This design comes from an exercise in tuning for small area, a short achievable clock period and few clock cycles on the open sky130 flow, not from production work.
In this exercise RTL edits were held to simulation tests only and were not proved equivalent to the original.
Power figures rest on the tool's default switching activity, not on a simulated workload.

==> flow/design.v, too long to show whole: its modules and the start of the top module <==
// module r48_round: 30 lines
// module r48_stage3: 26 lines
// module r48_lzc: 50 lines
// module r48_fcmp: 41 lines
// module r48_ksprefix: 29 lines
// module r48_stage2: 35 lines
// module r48_cmp6: 19 lines
// module r48_multree: 2902 lines
// module r48_fa: 4 lines
// module r48_bpp: 5 lines
// module r48_bppc: 5 lines
// module r48_oai22: 3 lines
// module r48_ao22: 3 lines
// module r48_ha: 4 lines
// module real48_fpu: 283 lines
module real48_fpu (
    input  wire        clk,
    input  wire        rst,
    input  wire        in_valid,
    output wire        in_ready,
    input  wire [3:0]  in_op,
    input  wire [3:0]  in_cond,
    input  wire [47:0] in_a,
    input  wire [47:0] in_b,
    output reg         out_valid,
    output reg  [47:0] out_result,
    output reg         out_ovf,
    output reg         out_finv
);
  // ...
==> flow/flow/run.sh <==
#!/bin/bash
# The standard layout (the standard.sh: standard synthesis, floorplan,
# placement, CTS, routing), except that buffer_ports buffers every input and
# output port with sky130_fd_sc_hd__buf_2 instead of the delay-buffer cell it
# picks by default. make's full output goes to standard_make.log here; each
# ORFS step keeps its own log under orfs/logs/.
set -euo pipefail
bash standard.sh "BUFFER_PORTS_ARGS=-buffer_cell sky130_fd_sc_hd__buf_2" finish > standard_make.log 2>&1
==> flow/standard.sh <==
#!/bin/bash
# synth_recipe.tcl (not shown) runs the flow's synth.tcl, then flattens the netlist and writes it again
# the make line also repeats each setting of config.mk as NAME=value (left out here)
make -C /OpenROAD-flow-scripts/flow DESIGN_CONFIG=/design/flow/config.mk WORK_HOME=/design/flow/orfs CLKGATE_MAP_FILE= SYNTH_SCRIPT=/design/flow/synth_recipe.tcl "${@:-finish}"
==> flow/config.mk <==
export PLATFORM = sky130hd
export DESIGN_NAME = real48_fpu
export DESIGN_NICKNAME = real48_fpu
export VERILOG_FILES = /design/flow/design.v
export SDC_FILE = /design/flow/constraint.sdc
export NUM_CORES = 4
export LEC_CHECK = 0
export CAP_MARGIN = 20
export CORE_MARGIN = 2
export CORE_UTILIZATION = 60
export SLEW_MARGIN = 20
export SYNTH_HIERARCHICAL = 1
==> flow/constraint.sdc <==
create_clock -name core_clock -period 22.0 [get_ports {clk}]
set_input_delay 4.4000 -clock core_clock [delete_from_list [all_inputs] [get_ports {clk}]]
set_output_delay 4.4000 -clock core_clock [all_outputs]
set_load 0.01 [all_outputs]
==> flow_summary.json, run 1 <==
{
  "status": "no timing/DRC/antenna violations",
  "ant_nets": 0,
  "start_kind": "flop",
  "syn2layout_area_growth_pct": 6.52,
  "crit_path_end_kind": "flop",
  "endpoint": "opb2[17]",
  "rr_startpoint": "bng[6]",
  "slew-limit-headroom": 0.187,
  "vias_per_cell": 7.01,
  "critPathLaunch": "bng[6]",
  "slew_viol_final": 0,
  "critical_path_required_ns": 22.54,
  "clock_sinks": 462,
  "fillers": 7738,
  "criticalPathCategory": "flop to flop",
  "drv_cap": 0,
  "reg2reg_slack_ns": 15.99,
  "dp_cells": 6926,
  "worst_path_max_delay_cell": "dfxtp_2",
  "n_all_buffers": 297,
  "stdcell_count": 7032,
  "diodes": 5,
  "cts-resized-gates": 0,
  "syn_area_um2": 54900,
  "wl_met2_mm": 86.4,
  "seqCellArea_um2": 9290,
  "min_to": "sp_sign3",
  "preCtsSetupSlack_ns": 15.51,
  "nets": 6759,
  "tightest_slew_ns": 1.22,
  "multi_input_area_um2": 42400
}
Testbench counts, summed over its fixed seeds: cycles 32,032.
==> module real48_fpu, before the edit <==
module real48_fpu (
    input  wire        clk,
    input  wire        rst,
    input  wire        in_valid,
    output wire        in_ready,
    input  wire [3:0]  in_op,
    input  wire [3:0]  in_cond,
    input  wire [47:0] in_a,
    input  wire [47:0] in_b,
    output reg         out_valid,
    output reg  [47:0] out_result,
    output reg         out_ovf,
    output reg         out_finv
);
    localparam OP_MOV = 4'h0, OP_ADD = 4'h1, OP_SUB = 4'h2, OP_MUL = 4'h3,
               OP_NEG = 4'h5, OP_ABS = 4'h6, OP_MIN = 4'h8, OP_MAX = 4'h9,
               OP_CMP = 4'hA;
    assign in_ready = 1'b1;
    function [5:0] tzc;
        input [35:0] f;
        integer i;
        begin
            tzc = 6'd36;
            for (i = 35; i >= 0; i = i - 1)
                if (f[i]) tzc = i[5:0];
        end
    endfunction
    reg        v1;
    reg [3:0]  op1, cond1;
    reg [47:0] a1, b1;
    wire [38:0] bm = {2'b01, in_b[35:0], 1'b0};
    reg  [18:0] bs1_d, bs2_d;
    reg  [17:0] bng_d;
    integer bi;
    always @* begin
        for (bi = 0; bi < 19; bi = bi + 1) begin
            bs1_d[bi] = bm[2*bi+1] ^ bm[2*bi];
            bs2_d[bi] = (bm[2*bi+2] & ~bm[2*bi+1] & ~bm[2*bi]) | (~bm[2*bi+2] & bm[2*bi+1] & bm[2*bi]);
            if (bi < 18) bng_d[bi] = bm[2*bi+2] & ~(bm[2*bi+1] & bm[2*bi]);
            if (bi >= 10) begin
                bs1_d[bi] = ~bs1_d[bi];
                bs2_d[bi] = ~bs2_d[bi];
                if (bi < 18) bng_d[bi] = ~bng_d[bi];
            end
        end
    end
    wire [10:0] ea_in = in_a[46:36];
    wire [10:0] eb_in = in_b[46:36];
    wire [10:0] gab, pab, gba, pba;
    r48_ksprefix #(.W(11)) u_dab (.a(ea_in), .b(~eb_in), .g(gab), .p(pab));
    r48_ksprefix #(.W(11)) u_dba (.a(eb_in), .b(~ea_in), .g(gba), .p(pba));
    wire [10:0] cab = gab | pab;
    wire [10:0] cba = gba | pba;
    wire [10:0] d_ab_d = (ea_in ^ ~eb_in) ^ {cab[9:0], 1'b1};
    wire [10:0] d_ba_d = (eb_in ^ ~ea_in) ^ {cba[9:0], 1'b1};
    reg [18:0] bs1, bs2;
    reg [17:0] bng;
    reg [35:0] fan1;
    reg [10:0] d_ab1, d_ba1;
    reg        e_lt1, e_eq1;
    wire f_lt_d, f_eq_d;
    r48_fcmp u_fcmp (.a(in_a[35:0]), .b(in_b[35:0]), .lt(f_lt_d), .eq(f_eq_d));
    reg        f_lt1, f_eq1;
    always @(posedge clk) begin
        v1    <= in_valid & ~rst;
        op1   <= in_op;
        cond1 <= in_cond;
        a1    <= in_a;
        b1    <= in_b;
        bs1   <= bs1_d;
        bs2   <= bs2_d;
        bng   <= bng_d;
        fan1  <= ~in_a[35:0];
        d_ab1 <= d_ab_d;
        d_ba1 <= d_ba_d;
        e_lt1 <= ~cab[10];
        e_eq1 <= (ea_in == eb_in);
        f_lt1 <= f_lt_d;
        f_eq1 <= f_eq_d;
    end
    wire        sa = a1[47];
    wire        sb = b1[47];
    wire [10:0] ea = a1[46:36];
    wire [10:0] eb = b1[46:36];
    wire [35:0] fa = a1[35:0];
    wire [35:0] fb = b1[35:0];
    wire a_zero = (ea == 11'd0);
    wire b_zero = (eb == 11'd0);
    wire a_e1   = (ea == 11'h7FF);
    wire b_e1   = (eb == 11'h7FF);
    wire a_f0   = (fa == 36'd0);
    wire b_f0   = (fb == 36'd0);
    wire a_nan  = a_e1 & ~a_f0;
    wire b_nan  = b_e1 & ~b_f0;
    wire a_inf  = a_e1 & a_f0;
    wire b_inf  = b_e1 & b_f0;
    wire is_add = (op1 == OP_ADD);
    wire is_sub = (op1 == OP_SUB);
    wire is_as  = is_add | is_sub;
    wire is_mul = (op1 == OP_MUL);
    wire is_mov = (op1 == OP_MOV);
    wire is_neg = (op1 == OP_NEG);
    wire is_abs = (op1 == OP_ABS);
    wire is_min = (op1 == OP_MIN);
    wire is_max = (op1 == OP_MAX);
    wire is_cmp = (op1 == OP_CMP);
    wire is_mna = is_mov | is_neg | is_abs;
    wire is_mm  = is_min | is_max;
    wire [10:0] d_ab = d_ab1;
    wire [10:0] d_ba = d_ba1;
    wire e_lt = e_lt1;                      
    wire e_eq = e_eq1;
    wire f_lt = f_lt1;
    wire f_eq = f_eq1;
    wire mag_lt = e_lt | (e_eq & ~a_zero & f_lt);
    wire mag_eq = e_eq & (a_zero | f_eq);
    wire mag_gt = ~mag_lt & ~mag_eq;
    wire both_zero = a_zero & b_zero;
    wire eq  = mag_eq & ((sa == sb) | a_zero);
    wire lt  = (~sa & ~sb & mag_lt) | (sa & sb & mag_gt) | (sa & ~sb & ~both_zero);
    wire a_below = lt | (both_zero & sa & ~sb);
    wire b_below = (~lt & ~eq) | (both_zero & sb & ~sa);
    reg cmp;
    always @* begin
        case (cond1)
            4'h0: cmp = eq;
            4'h1: cmp = ~eq;
            4'h2: cmp = lt;
            4'h3: cmp = lt | eq;
            4'h4: cmp = ~lt & ~eq;
            4'h5: cmp = ~lt;
            default: cmp = 1'b0;
        endcase
    end
    wire sel_b = is_as ? mag_lt : ((is_min & b_below) | (is_max & a_below));
    wire        sb_eff  = sb ^ is_sub;
    wire        s_big   = sel_b ? sb_eff : sa;
    wire [10:0] e_big   = sel_b ? eb : ea;
    wire [35:0] f_big   = sel_b ? fb : fa;
    wire        big_zero   = sel_b ? b_zero : a_zero;
    wire        big_inf    = sel_b ? b_inf : a_inf;
    wire        eff_sub = is_as & (sa ^ sb_eff);
    wire [5:0] tza = tzc(fa);
    wire [5:0] tzb = tzc(fb);
    wire [10:0] shift     = e_lt ? d_ba[10:0] : d_ab[10:0];
    wire        add_small = is_as & ~(e_lt ? a_zero : b_zero);
    wire [36:0] m_small   = add_small ? {1'b1, e_lt ? fa : fb} : 37'd0;
    wire [38:0] y_sh    = (shift[10:6] != 5'd0) ? 39'd0 : ({m_small, 2'b00} >> shift[5:0]);
    wire [6:0]  tz3a = {1'b0, tza} + 7'd3;
    wire [6:0]  tz3b = {1'b0, tzb} + 7'd3;      
    wire        st_lt_a, st_eq_a, st_lt_b, st_eq_b;
    r48_cmp6 u_sta (.a(d_ba[5:0]), .b(tz3a[5:0]), .lt(st_lt_a), .eq(st_eq_a));
    r48_cmp6 u_stb (.a(d_ab[5:0]), .b(tz3b[5:0]), .lt(st_lt_b), .eq(st_eq_b));
    wire        st_ba = (d_ba[10:6] != 5'd0) | ~st_lt_a;      
    wire        st_ab = (d_ab[10:6] != 5'd0) | ~st_lt_b;
    wire        sticky  = add_small & (e_lt ? st_ba : st_ab);
    wire        y_a     = is_as & e_eq & mag_lt;
    wire [39:0] y_op = y_a ? {1'b1, fa, 3'b000} : {y_sh, sticky};
    wire [73:0] sn, cn;
    r48_multree u_tree (.fa(fa), .fan(fan1), .s1(bs1), .s2(bs2), .ng(bng), .sn(sn), .cn(cn));
    wire [34:0] lo_g = ~sn[34:0] & ~cn[34:0];
    wire [34:0] lo_p = ~sn[34:0] | ~cn[34:0];
    reg  [5:0]  grp_g, grp_p;
    integer gi, gj;
    always @* begin
        for (gi = 0; gi < 6; gi = gi + 1) begin
            grp_g[gi] = 1'b0;
            grp_p[gi] = 1'b1;
            for (gj = 0; gj < 5; gj = gj + 1) begin
                grp_g[gi] = lo_g[5*gi+gj] | (lo_p[5*gi+gj] & grp_g[gi]);
                grp_p[gi] = grp_p[gi] & lo_p[5*gi+gj];
            end
        end
    end
    wire lo_sticky = ({1'b0, tza} + {1'b0, tzb}) < 7'd35;
    wire [11:0] e_sum  = {1'b0, ea} + {1'b0, eb};
    wire [11:0] e_x    = is_mul ? e_sum : {1'b0, e_big};
    reg        sp, sp_sign, sp_e1, sp_nan, sp_lsb, finv;
    always @* begin
        sp = 1'b1; sp_sign = 1'b0; sp_e1 = 1'b0; sp_nan = 1'b0; sp_lsb = 1'b0; finv = 1'b0;
        if (is_as) begin
            if (a_nan | b_nan | (a_inf & b_inf & (sa ^ sb_eff))) begin
                sp_e1 = 1'b1; sp_nan = 1'b1; finv = 1'b1;
            end else if (a_inf | b_inf) begin
                sp_e1 = 1'b1; sp_sign = a_inf ? sa : sb_eff;
            end else if (both_zero) begin
                sp_sign = sa & sb_eff;
            end else begin
                sp = 1'b0;
            end
        end else if (is_mul) begin
            if (a_nan | b_nan | (a_inf & b_zero) | (a_zero & b_inf)) begin
                sp_e1 = 1'b1; sp_nan = 1'b1; finv = 1'b1;
            end else if (a_inf | b_inf) begin
                sp_e1 = 1'b1; sp_sign = sa ^ sb;
            end else if (a_zero | b_zero) begin
                sp_sign = sa ^ sb;
            end else begin
                sp = 1'b0;
            end
        end else if (is_mna | is_mm) begin
            if (a_nan | (is_mm & b_nan)) begin
                sp_e1 = 1'b1; sp_nan = 1'b1; finv = 1'b1;
            end else begin
                sp_sign = is_abs ? 1'b0 : (is_neg ? ~s_big : s_big);
                if (big_inf)       sp_e1 = 1'b1;
                else if (!big_zero) sp = 1'b0;
            end
        end else if (is_cmp) begin
            finv   = a_nan | b_nan;
            sp_lsb = (a_nan | b_nan) ? (cond1 == 4'h1) : cmp;
        end
    end
    wire sign1 = is_mul ? (sa ^ sb) : (is_abs ? 1'b0 : (is_neg ? ~s_big : s_big));
    wire [40:0] opa = is_mul ? {~sn[73:35], 2'b11} : {2'b01, f_big, 3'b000};
    wire [40:0] opb = is_mul ? {~cn[73:35], 2'b00} : ({1'b0, y_op} ^ {41{eff_sub}});
    reg        v2, mul2, sp2, sp_sign2, sp_e12, sp_nan2, sp_lsb2, finv2, sign2, esub2;
    reg [40:0] opa2, opb2;
    reg [5:0]  grp_g2, grp_p2;
    reg [4:0]  sn_lo2, cn_lo2;
    reg        lo_sticky2;
    reg [11:0] e_x2;
    always @(posedge clk) begin
        v2       <= v1 & ~rst;
        mul2     <= is_mul;
        sp2      <= sp;
        sp_sign2 <= sp_sign;
        sp_e12   <= sp_e1;
        sp_nan2  <= sp_nan;
        sp_lsb2  <= sp_lsb;
        finv2    <= finv;
        sign2    <= sign1;
        esub2    <= eff_sub;
        opa2     <= opa;
        opb2     <= opb;
        grp_g2   <= grp_g;
        grp_p2   <= grp_p;
        sn_lo2   <= sn[34:30];
        cn_lo2   <= cn[34:30];
        lo_sticky2 <= lo_sticky;
        e_x2     <= e_x;
    end
    wire [40:0] sum_f;
    wire [5:0]  lz;
    wire        sum_nz;
    r48_stage2 u_s2 (
        .opa(opa2), .opb(opb2), .mul(mul2), .esub(esub2),
        .grp_g(grp_g2), .grp_p(grp_p2), .sn_lo(sn_lo2), .cn_lo(cn_lo2), .lo_sticky(lo_sticky2),
        .sum_f(sum_f), .lz(lz), .nz(sum_nz)
    );
    wire signed [13:0] e_base2 = $signed({2'b00, e_x2}) - (mul2 ? 14'sd2045 : 14'sd1022);
    reg        v3, sp3, sp_sign3, sp_e13, sp_nan3, sp_lsb3, finv3, sign3, nz3;
    reg [40:0] sum3;
    reg [5:0]  lz3;
    reg signed [13:0] e_base3;
    always @(posedge clk) begin
        v3       <= v2 & ~rst;
        sp3      <= sp2;
        sp_sign3 <= sp_sign2;
        sp_e13   <= sp_e12;
        sp_nan3  <= sp_nan2;
        sp_lsb3  <= sp_lsb2;
        finv3    <= finv2;
        sign3    <= sign2;
        nz3      <= sum_nz;
        sum3     <= sum_f;
        lz3      <= lz;
        e_base3  <= e_base2;
    end
    wire [47:0] res;
    wire        ovf;
    r48_stage3 u_s3 (
        .sum(sum3), .lz(lz3), .nz(nz3), .e_base(e_base3), .sign(sign3),
        .sp(sp3), .sp_sign(sp_sign3), .sp_e1(sp_e13), .sp_nan(sp_nan3), .sp_lsb(sp_lsb3),
        .result(res), .ovf(ovf)
    );
    always @(posedge clk) begin
        out_valid  <= v3 & ~rst;
        out_result <= res;
        out_ovf    <= ovf;
        out_finv   <= finv3;
    end
endmodule
==> run 2, diff against run 1 <==
--- a/flow/design.v
+++ b/flow/design.v
@@ -3156,2 +3156,10 @@
 endmodule
+module r48_muxi (
+    input  wire s,
+    input  wire a1,
+    input  wire a0,
+    output wire y
+);
+    assign y = ~(s ? a1 : a0);
+endmodule
 module real48_fpu (
@@ -3370,4 +3378,14 @@
     wire sign1 = is_mul ? (sa ^ sb) : (is_abs ? 1'b0 : (is_neg ? ~s_big : s_big));
-    wire [40:0] opa = is_mul ? {~sn[73:35], 2'b11} : {2'b01, f_big, 3'b000};
-    wire [40:0] opb = is_mul ? {~cn[73:35], 2'b00} : ({1'b0, y_op} ^ {41{eff_sub}});
+    wire [40:0] xa = {2'b01, f_big, 3'b000};
+    wire [40:0] xb = {1'b0, y_op} ^ {41{eff_sub}};
+    wire [40:0] opa, opb;
+    assign opa[1:0] = is_mul ? 2'b11 : xa[1:0];
+    assign opb[1:0] = is_mul ? 2'b00 : xb[1:0];
+    genvar mi;
+    generate
+        for (mi = 2; mi < 41; mi = mi + 1) begin : g_opmux
+            r48_muxi u_ma (.s(is_mul), .a1(sn[mi+33]), .a0(~xa[mi]), .y(opa[mi]));
+            r48_muxi u_mb (.s(is_mul), .a1(cn[mi+33]), .a0(~xb[mi]), .y(opb[mi]));
+        end
+    endgenerate
     reg        v2, mul2, sp2, sp_sign2, sp_e12, sp_nan2, sp_lsb2, finv2, sign2, esub2;
==> run 2 against run 1 <==
Clock power down 8.5%. Clock skew down 0.013 ns. Count of clock-buffer cells in the layout down 5. Register-to-register slack improved by 0.35 ns. Sequential cell count did not move. Hold slack got worse by 0.00095 ns. Still clean on timing, DRC and antenna. Synthesized cell count is 1.0% lower. Critical path depth grew 2. Final area shrank 0.37%. Highest routed layer unchanged. Cell count is 0.81% lower. Sequential power hardly changed.
==> flow_summary.json, run 2 <==
{
  "wl_per_cell_um": 30.0,
  "drv_cap": 0,
  "criticalPathCategory": "flop to flop",
  "grt_max_degree": 55,
  "insertion_delay_ns": 0.67,
  "grt_pass1_vias": 48000,
  "hpwl_mm": 142,
  "die_area_um2": 93800,
  "max_freq_mhz": 177,
  "rows": 110,
  "tightest_slew_ns": 1.28,
  "netlist_instances": 5688,
  "switchingPower_uw": 5170,
  "p_int_uw": 4780,
  "clk_path_buf_depth": 3,
  "syn_area_um2": 54800,
  "nets": 6708,
  "globalRouteOverflowTotal": 0,
  "hold_path_class": "flop to flop",
  "skew_ns": 0.0318,
  "cts-resized-gates": 0,
  "power.leakage_uw": 0.0238,
  "wirelength_mm": 209,
  "final.min_clock_period_ns": 5.66,
  "design.portCount": 159,
  "cp_data_arrival_time_ns": 6.19,
  "ant_nets": 0,
  "antenna_found_initial": 8,
  "start_kind": "flop",
  "drive_gt1_frac": 0.102,
  "setup_viol": 0,
  "biggestRegsByFlops": "a1 x48, out_result x48, b1 x46",
  "cts-root-buf": "clkbuf_16",
  "final_common_cell": "fa_1",
  "grt_pass1_wl_mm": 307,
  "cp_max_fo": 38,
  "io_buffer_count": 157,
  "vias": 48300,
  "gp_congestion": 1.02,
  "cts_hold_buf": 0,
  "chipWidth_um": 306,
  "cts_buffers": 51,
  "pwr-share-clk": 0.091,
  "crit_path_end_kind": "flop",
  "finalHoldViolCount": 0,
  "drc": 0,
  "vdd.ir_drop.worst_mv": 0.231,
  "grt_use_total": 0.437,
  "die_h_um": 306,
  "final_cell_mix": "fa_1, xnor2_1, dfxtp_1, inv_1, a22o_1",
  "finalSetupTns_ns": 0,
  "status": "no timing/DRC/antenna violations",
  "firstDrtPassIters": 10,
  "post-cts-setup-buffers": 0,
  "vias_per_cell": 6.93,
  "critical_path_required_ns": 22.53,
  "combPwrFrac": 0.789,
  "slew-limit-headroom": 0.142,
  "htreeDepth": 2,
  "seq_power_share": 0.120,
  "syn2layout_area_growth_pct": 6.22,
  "cts.clk_slew.worst_paths_ns": 0.06,
  "avgSynthCellArea_um2": 9.64,
  "p_total_uw": 9950,
  "tritoncts": "yes",
  "slew_viol_final": 0,
  "drtIter0Drc": 7010,
  "clock_sinks": 462,
  "layout_worst_path_cycle_share": 0.257,
  "switching_share": 0.519,
  "initial_core_util": 0.607,
  "core_area_um2": 90300,
  "rsz0062_at_grt": "no",
  "yosys_warnings": 8,
  "power.density_nw_per_um2": 171
}
==> run 2: layer usage <==
layer | track usage | routed length [um] | part of all wire | up-vias
li1 | - | - | - | 20200
met3 | 0.200 | 33700 | 0.16 | 879
met1 | 0.567 | 78400 | 0.37 | 23300
met2 | 0.623 | 85400 | 0.41 | 3900
met4 | 0.195 | 11400 | 0.054 | 14
met5 | 0.00775 | 205 | 0.00098 | -
==> run 2: worst max-delay path, stage by stage, from the launching register on <==
cell and delay [ns]:
dfxtp_2 0.31, buf_4 0.72, inv_1 0.56, xnor2_1 0.72, fa_1 0.54, fa_1 0.41, fa_1 0.63, fa_1 0.47
fa_1 0.52, nand2_1 0.07, a31oi_1 0.22, a21oi_1 0.09, o21ai_0 0.14, o21ai_0 0.12
==> run 2: area by class of cell <==
| class | instances | area [um^2] |
|---|---|---|
| diodes | 1 | 2.50 |
| clock buffers | 63 | 1390 |
| clock inverters | 31 | 399 |
| fillers | 7616 | 32100 |
| inverters | 407 | 1530 |
| multi-input cells | 4546 | 42400 |
| flip-flops and latches | 462 | 9280 |
| well taps | 1176 | 1470 |
| repair buffers | 289 | 1780 |
==> run 2: worst paths after layout <==
kind                            cells after the start     from         to  slack, ns
worst min register to register                      0    finv2      finv3       0.33
worst min-delay path                                0    finv2      finv3       0.33
worst max-delay path                               13  bng[13]  grp_g2[5]      16.34
worst max register to register                     13  bng[13]  grp_g2[5]      16.34
==> run 2: power groups by stage <==
| stage | logic [uW] | registers [uW] | clock network, uW |
|---|---|---|---|
| floorplan | 6560 | 1230 | 0 |
| global placement | 7220 | 1200 | 0 |
| detailed placement | 7340 | 1210 | 0 |
| CTS | 7370 | 1190 | 922 |
| global route | 8230 | 1210 | 957 |
| finish | 7840 | 1200 | 907 |
==> run 2: per-stage QoR <==
step | worst slack [ns] | instances | hold slack [ns] | instance area (um^2) | utilization
final | 16.34 | 6975 | 0.325 | 58200 | 0.645
after global routing | 16.24 | 6975 | 0.334 | 58200 | 0.645
after CTS | 16.32 | 6974 | 0.328 | 58200 | 0.645
after detailed placement | 15.65 | 6880 | 0.313 | 56400 | 0.625
after global placement | 15.68 | 6880 | 0.312 | 56400 | 0.625
after floorplan | 16.20 | 5690 | 0.310 | 54800 | -
Testbench counts of run 2, summed over its fixed seeds: cycles 32,032.
==> run 3, diff against run 2 <==
--- a/flow/design.v
+++ b/flow/design.v
@@ -3224,5 +3224,11 @@
     reg        e_lt1, e_eq1;
-    wire f_lt_d, f_eq_d;
-    r48_fcmp u_fcmp (.a(in_a[35:0]), .b(in_b[35:0]), .lt(f_lt_d), .eq(f_eq_d));
-    reg        f_lt1, f_eq1;
+    wire [5:0] fc_lt_d, fc_eq_d;
+    genvar fci;
+    generate
+        for (fci = 0; fci < 6; fci = fci + 1) begin : g_fc
+            r48_cmp6 u_fc (.a(in_a[6*fci+5:6*fci]), .b(in_b[6*fci+5:6*fci]),
+                           .lt(fc_lt_d[fci]), .eq(fc_eq_d[fci]));
+        end
+    endgenerate
+    reg [5:0]  fc_lt1, fc_eq1;
     always @(posedge clk) begin
@@ -3241,4 +3247,4 @@
         e_eq1 <= (ea_in == eb_in);
-        f_lt1 <= f_lt_d;
-        f_eq1 <= f_eq_d;
+        fc_lt1 <= fc_lt_d;
+        fc_eq1 <= fc_eq_d;
     end
@@ -3276,4 +3282,5 @@
     wire e_eq = e_eq1;
-    wire f_lt = f_lt1;
-    wire f_eq = f_eq1;
+    wire f_lt = fc_lt1[5] | (fc_eq1[5] & (fc_lt1[4] | (fc_eq1[4] & (fc_lt1[3] | (fc_eq1[3] &
+                (fc_lt1[2] | (fc_eq1[2] & (fc_lt1[1] | (fc_eq1[1] & fc_lt1[0])))))))));
+    wire f_eq = &fc_eq1;
     wire mag_lt = e_lt | (e_eq & ~a_zero & f_lt);
--- a/flow/config.mk
+++ b/flow/config.mk
@@ -9,4 +9,4 @@
 export CORE_MARGIN = 2
-export CORE_UTILIZATION = 60
-export SLEW_MARGIN = 20
+export CORE_UTILIZATION = 65
+export SLEW_MARGIN = 50
 export SYNTH_HIERARCHICAL = 1
==> run 3 against run 2 <==
Critical path type is now input port to flop. First-iteration DRC count increased by 15%. Synthesized cell count increased by 0.55%. Register-to-register slack improved by 0.22 ns. Wire length decreased by 2.0%. Utilization increased by 5.7 points. Cell count decreased by 0.17%.
==> flow_summary.json, run 3 <==
{
  "gp_congestion": 1.04,
  "initial_core_util": 0.658,
  "status": "no timing/DRC/antenna violations",
  "crit_path_end_kind": "flop",
  "dp_cells": 6862,
  "cts-root-buf": "clkbuf_16",
  "grt_use_total": 0.459,
  "avgSynthCellArea_um2": 9.65,
  "vias_per_cell": 7.10,
  "syn_area_um2": 55200,
  "hold_path_class": "flop to flop",
  "drc": 0,
  "ant_nets": 0,
  "hpwl_mm": 138,
  "hold_depth": 0,
  "reg2reg_slack_ns": 16.56,
  "yosys_warnings": 8,
  "finalHoldViolCount": 0,
  "tritoncts": "yes",
  "fillers": 6675,
  "skew_ns": 0.0411,
  "clock_sinks": 472,
  "grt_pass1_wl_mm": 298,
  "drtIter0Drc": 8033,
  "final.setup.worst_slack_ns": 16.44,
  "criticalPathCategory": "input port to flop",
  "cp_max_fo": 7,
  "netlist_instances": 5719,
  "wl_per_cell_um": 29.4,
  "grt_max_degree": 62,
  "rows": 106,
  "biggestRegsByFlops": "a1 x48, out_result x48, b1 x46",
  "post-cts-setup-buffers": 0,
  "preCtsSetupSlack_ns": 15.84,
  "antenna_found_initial": 5,
  "r2r_end": "opb2[13]",
  "tightest_slew_ns": 0.758,
  "core_area_um2": 83800,
  "layout_worst_path_cycle_share": 0.253,
  "vias": 49400,
  "vdd.ir_drop.worst_mv": 0.200,
  "cp_data_arrival_time_ns": 6.06,
  "wirelength_mm": 205,
  "finalSetupTns_ns": 0,
  "die_h_um": 295,
  "stdcell_count": 6963,
  "drv_cap": 0,
  "drive_gt1_frac": 0.112,
  "globalRouteOverflowTotal": 0,
  "nets": 6734,
  "worst_path_max_delay_cell": "ha_1",
  "htreeDepth": 2,
  "syn2layout_area_growth_pct": 6.62,
  "slew_viol_final": 0,
  "setup_viol": 0,
  "design.portCount": 159,
  "path_buf_inv": 2,
  "insertion_delay_ns": 0.66,
  "cts.clk_slew.worst_paths_ns": 0.06,
  "cts_hold_buf": 0,
  "clk_path_buf_depth": 3,
  "start_kind": "input port",
  "cts_buffers": 52,
  "chipWidth_um": 295,
  "cts-resized-gates": 0,
  "cp_cell_sequence": "buf_2 -> inv_1 -> ha_1 -> a21o_1 -> a21oi_1 -> o21ai_1 -> o41a_1 -> nor2_1 -> xnor2_1",
  "hold_path.startpoint": "finv2",
  "rr_startpoint": "bs2[3]",
  "final_common_cell": "fa_1",
  "grt_pass1_vias": 47900,
  "final_cell_mix": "fa_1, xnor2_1, dfxtp_1, inv_1, a22o_1",
  "power.leakage_uw": 0.0237,
  "worstRegToRegCells": 10,
  "min_to": "finv3",
  "die_area_um2": 87200,
  "io_buffer_count": 157,
  "cpPeakStageDelay_ns": 0.36,
  "final.min_clock_period_ns": 5.56,
  "firstDrtPassIters": 13,
  "power.density_nw_per_um2": 162,
  "rsz0062_at_grt": "no",
  "crit_family": "compound AO/OA/AOI/OAI gates",
  "critical_path_required_ns": 22.50,
  "max_freq_mhz": 180,
  "slew-limit-headroom": 0.494
}
[run 3: routing by layer]
metal | up-vias | GRT usage | share of wire
met5 | - | 0.0127 | 0.0010
met4 | 12 | 0.217 | 0.061
met3 | 1068 | 0.232 | 0.17
met2 | 4387 | 0.637 | 0.40
met1 | 23600 | 0.591 | 0.37
li1 | 20400 | - | -
[run 3: area by class of cell]
type	instances	area, um^2	area share
antenna	3	7.51	0.000128
clock buffer	66	1410	0.0240
sequential	472	9530	0.162
timing repair buffer	292	1920	0.0327
clock inverter	31	418	0.00710
multi-input combinational	4558	42600	0.724
tap	1134	1420	0.0241
inverter	407	1530	0.0261
[run 3: worst register-to-register path, delay by kind of cell, from the launching register on]
family,cells,cell delay (ns)
compound gates,1,0.18
xor+xnor,1,0.53
fa+ha+maj,6,2.77
buf+inv,1,0.60
flops,1,0.74
mux,1,0.47
[run 3: report_power, final]
group | leakage (uW) | internal [uW] | switching [uW] | total, uW
registers | 0.00395 | 1060 | 170 | 1230
clock network | 0.000887 | 545 | 402 | 946
logic | 0.0188 | 3150 | 4220 | 7380
total | 0.0237 | 4760 | 4800 | 9560
[run 3: worst max-delay path by stage]
stage,from,end,slack (ns),cells past startpoint
6_report,in_b[40],d_ab1[9],16.44,9
5_1_grt,in_a[40],d_ba1[9],16.31,9
4_1_cts,out_result[4],out_result[4],16.44,1
3_5_place_dp,in_a[40],d_ba1[9],15.84,9
3_3_place_gp,in_a[40],d_ba1[9],15.82,9
2_1_floorplan,in_b[40],d_ab1[9],16.20,8
[run 3: through the flow]
step                      cell area [um^2]  hold slack (ns)   util  total power [uW]
after floorplan                      55200            0.310      -              7870
after global placement               56600            0.309  0.676              8120
after detailed placement             56900            0.313  0.679              8270
after CTS                            58700            0.327  0.701              9260
after global routing                 58800            0.330  0.702             10100
final                                58800            0.322  0.702              9560
Testbench counts of run 3, summed over its fixed seeds: cycles 32,032.

## what the ideal ports hide
The flow's constraints put no driver on any port. The routed layouts listed below were extracted and timed again, unchanged, in two steps.
Step 1 sets driving cells, clkbuf_16 on the clock port and buf_2 on the other inputs (assumed; they add their load-dependent delay and slew).
Step 2, shift: input delay + t, output delay - t, t = (earliest + latest rising clock arrival at the registers) / 2. This alone moves slack from input paths to output paths.
Three values: no drivers, after step 1, after step 2; two values: the first two.
run	t, ns	slack for setup (ns)	worst setup path after step 2	clock arrival spread, ns	slew at the worst register clock pin (ns)
run 1	0.743	15.991 / 15.991 / 15.356	input to register	0.046 / 0.046	0.07 / 0.07
run 2	0.726	16.342 / 16.342 / 15.673	input to register	0.033 / 0.033	0.07 / 0.07
run 3	0.720	16.437 / 16.392 / 15.775	input to register	0.044 / 0.045	0.08 / 0.08
After both steps setup and hold are still met in every run listed. The setup slack of run 2, which loses most, moves by 0.000 ns with the drivers and by -0.669 ns with both steps.
